This design comes from an exercise in tuning for small area on the open sky130 flow, not from production work.
Function was checked by simulation only, so behaviour that the tests miss may differ from the original.
Power is estimated from default activity; no workload was simulated.

==> inputs of v28 <==
Design brick_xu, start of the top module:
module brick_xu (
    input  wire        clk,
    input  wire        rst,
    input  wire [5:0]  op,
    input  wire [1:0]  k,
    input  wire [1:0]  j,
    input  wire [1:0]  align,
    input  wire [5:0]  sh,
    input  wire [31:0] opa,
    input  wire [31:0] opb,
    input  wire [15:0] opc,
    input  wire [11:0] imm,
    input  wire        cvt_en,
    input  wire [1:0]  cvt_k,
    input  wire [2:0]  cvt_fmt,
    input  wire        f_we,
    input  wire [4:0]  f_wdata,
    output reg         x_we,
    output reg  [31:0] x_wdata,
    output reg         cvt_we,
    output reg  [31:0] cvt_data,
    output reg  [4:0]  flags,
    output reg         acc_sat,
    output reg  [1:0]  store_sat
);
==> flow/config.mk <==
export PLATFORM = sky130hd
export DESIGN_NAME = brick_xu
export DESIGN_NICKNAME = brick_xu
export VERILOG_FILES = /design/flow/design.v
export SDC_FILE = /design/flow/constraint.sdc
export NUM_CORES = 8
export LEC_CHECK = 0
export ABC_AREA = 1
export CAP_MARGIN = 20
export CORE_MARGIN = 2
export CORE_UTILIZATION = 45
export SLEW_MARGIN = 20
export SYNTH_HIERARCHICAL = 1
==> flow/constraint.sdc <==
create_clock -name core_clock -period 20.0 [get_ports {clk}]
set_input_delay 4.0000 -clock core_clock [delete_from_list [all_inputs] [get_ports {clk}]]
set_output_delay 4.0000 -clock core_clock [all_outputs]
set_load 0.01 [all_outputs]
standard.sh (not shown) runs the stock make flow with config.mk's settings and CLKGATE_MAP_FILE= SYNTH_SCRIPT=/design/flow/synth_recipe.tcl, a recipe that flattens the netlist after the stock synthesis.
==> flow/flow/run.sh <==
#!/bin/bash
# Own layout flow: the standard ORFS flow, with two changes.
#  1. Synthesis is the standard synthesis script, but ABC maps with an area-oriented
#     script (flow/abc_area.script): a copy of ORFS's scripts folder differs only there.
#  2. The ports get sky130_fd_sc_hd__buf_1 buffers (BUFFER_PORTS_ARGS).
# Every other step is standard.sh unchanged. Each tool's output goes to its own log here.
set -euo pipefail
W=$PWD
rm -rf "$W/own_scripts"
mkdir -p "$W/own_scripts"
cp -r "$FLOW_HOME/scripts/." "$W/own_scripts/"
cp "$W/flow/abc_area.script" "$W/own_scripts/abc_area.script"
bash standard.sh SCRIPTS_DIR="$W/own_scripts" synth > "$W/own_synth.log" 2>&1
bash standard.sh "BUFFER_PORTS_ARGS=-buffer_cell sky130_fd_sc_hd__buf_1" finish > "$W/own_layout.log" 2>&1
==> flow/flow/abc_area.script <==
strash
dc2
&get -n
&st
&dch -f
&nf -R 1000 -F 8 -A 4 -C 32 -p
&put
==> inputs of v30, as changes to v28 <==
CORE_UTILIZATION = 50   (was 45)
CTS_CLUSTER_DIAMETER = 50   (was default)
CTS_CLUSTER_SIZE = 25   (was default)
==> impl_metrics.csv <==
group,metric,value,unit
clocking,cts_made_buffers,30,
detailed_routing,wl_met1,101,mm
outcome,outcome,"timing/DRC/antenna clean",
timing,worst_pin_slew,1.23,ns
layout,syn_to_final_growth,12.1,%
detailed_routing,drt_wl_total,279,mm
power,p_clk,0.000616,W
timing,hold_slack,0.460,ns
clocking,clk_pin_slew,0.08,ns
layout,n_clock_buffer,36,
-- figures above: v28

==> impl_metrics.csv <==
group,metric,value,unit
outcome,outcome,"timing/DRC/antenna clean",
power,p_clk,0.000473,W
detailed_routing,drt_wl_total,272,mm
clocking,clk_pin_slew,0.10,ns
layout,n_clock_buffer,30,
layout,syn_to_final_growth,10.7,%
detailed_routing,wl_met1,94.9,mm
timing,hold_slack,0.489,ns
clocking,cts_made_buffers,21,
-- figures above: v30


---

==> inputs of try-violet <==
brick_xu, a different RTL version from the one above (not shown whole).
==> flow/config.mk <==
export PLATFORM = sky130hd
export DESIGN_NAME = brick_xu
export DESIGN_NICKNAME = brick_xu
export VERILOG_FILES = /design/flow/design.v
export SDC_FILE = /design/flow/constraint.sdc
export NUM_CORES = 8
export LEC_CHECK = 0
export ABC_AREA = 1
export CAP_MARGIN = 20
export CORE_MARGIN = 2
export CORE_UTILIZATION = 55
export SLEW_MARGIN = 20
export SYNTH_HIERARCHICAL = 1
==> flow/constraint.sdc <==
create_clock -name core_clock -period 20.0 [get_ports {clk}]
set_input_delay 4.0000 -clock core_clock [delete_from_list [all_inputs] [get_ports {clk}]]
set_output_delay 4.0000 -clock core_clock [all_outputs]
set_load 0.01 [all_outputs]
==> flow/flow/abc_area.script <==
strash
&get -n
&st
&dch
&nf -R 1000
&put
Scripts as last shown in full above: flow/flow/run.sh
==> try-willow (differences from try-violet) <==
==> flow/run.sh (new file) <==
#!/bin/bash
# synth_recipe.tcl (not shown) runs the flow's synth.tcl, then flattens the netlist and writes it again
# the make line also repeats each setting of config.mk as NAME=value (left out here)
make -C /OpenROAD-flow-scripts/flow DESIGN_CONFIG=/design/flow/config.mk WORK_HOME=/design/flow/orfs CLKGATE_MAP_FILE= SYNTH_SCRIPT=/design/flow/synth_recipe.tcl finish
SYNTH_HIERARCHICAL = unset   (was 1)
removed: flow/flow/run.sh
removed: flow/flow/abc_area.script
removed: flow/standard.sh
==> flow_summary.json <==
{
  "outcome": "complete, but fails checks",
  "violations": "capacitance limit, slew limit",
  "area_growth_pct": 8.68,
  "maxCapViolCount": 1,
  "maxSlewViolCount": 3,
  "met3_length_um": 71000
}
the above is filed under try-willow

==> flow_summary.json <==
{
  "outcome": "timing/DRC/antenna clean",
  "maxSlewViolCount": 0,
  "met3_length_um": 49400,
  "die_w_um": 323,
  "maxCapViolCount": 0,
  "routed_via_density": 7.99,
  "area_growth_pct": 9.28,
  "p_sw_share_pct": 54.1
}
the above is filed under try-violet

==> static timing again, ports no longer ideal <==
In the flow no input, the clock included, has a driving cell. The finished layouts below were timed again as built, in two steps.
Step 1 assumes that a clkbuf_16 drives the clock port and a buf_2 every other input.
Step 2 also shifts input and output timing later by t, the mid clock arrival at the registers, as if the neighbouring blocks saw the same clock.
Three values: ideal ports, drivers, drivers and shift; two values: the first two.
| run | t (ns) | slack for setup (ns) | clock arrival spread, ns | worst register clock-pin slew, ns | worst slew at a driven data input, ns |
|---|---|---|---|---|---|
| v28 | 0.662 | 1.813 / 1.851 / 1.189 | 0.024 / 0.024 | 0.08 / 0.08 | 0.12 |
| v30 | 0.613 | 1.842 / 1.876 / 1.263 | 0.026 / 0.026 | 0.10 / 0.10 | 0.05 |
| try-violet | 0.620 | 1.639 / 1.663 / 1.043 | 0.026 / 0.026 | 0.07 / 0.07 | 0.10 |
| try-willow | 0.639 | 0.465 / 0.477 / -0.163 | 0.054 / 0.053 | 0.08 / 0.08 | 0.12 |
For try-willow, which loses most, drivers alone change the setup slack by +0.012 ns; drivers and shift together by -0.628 ns.
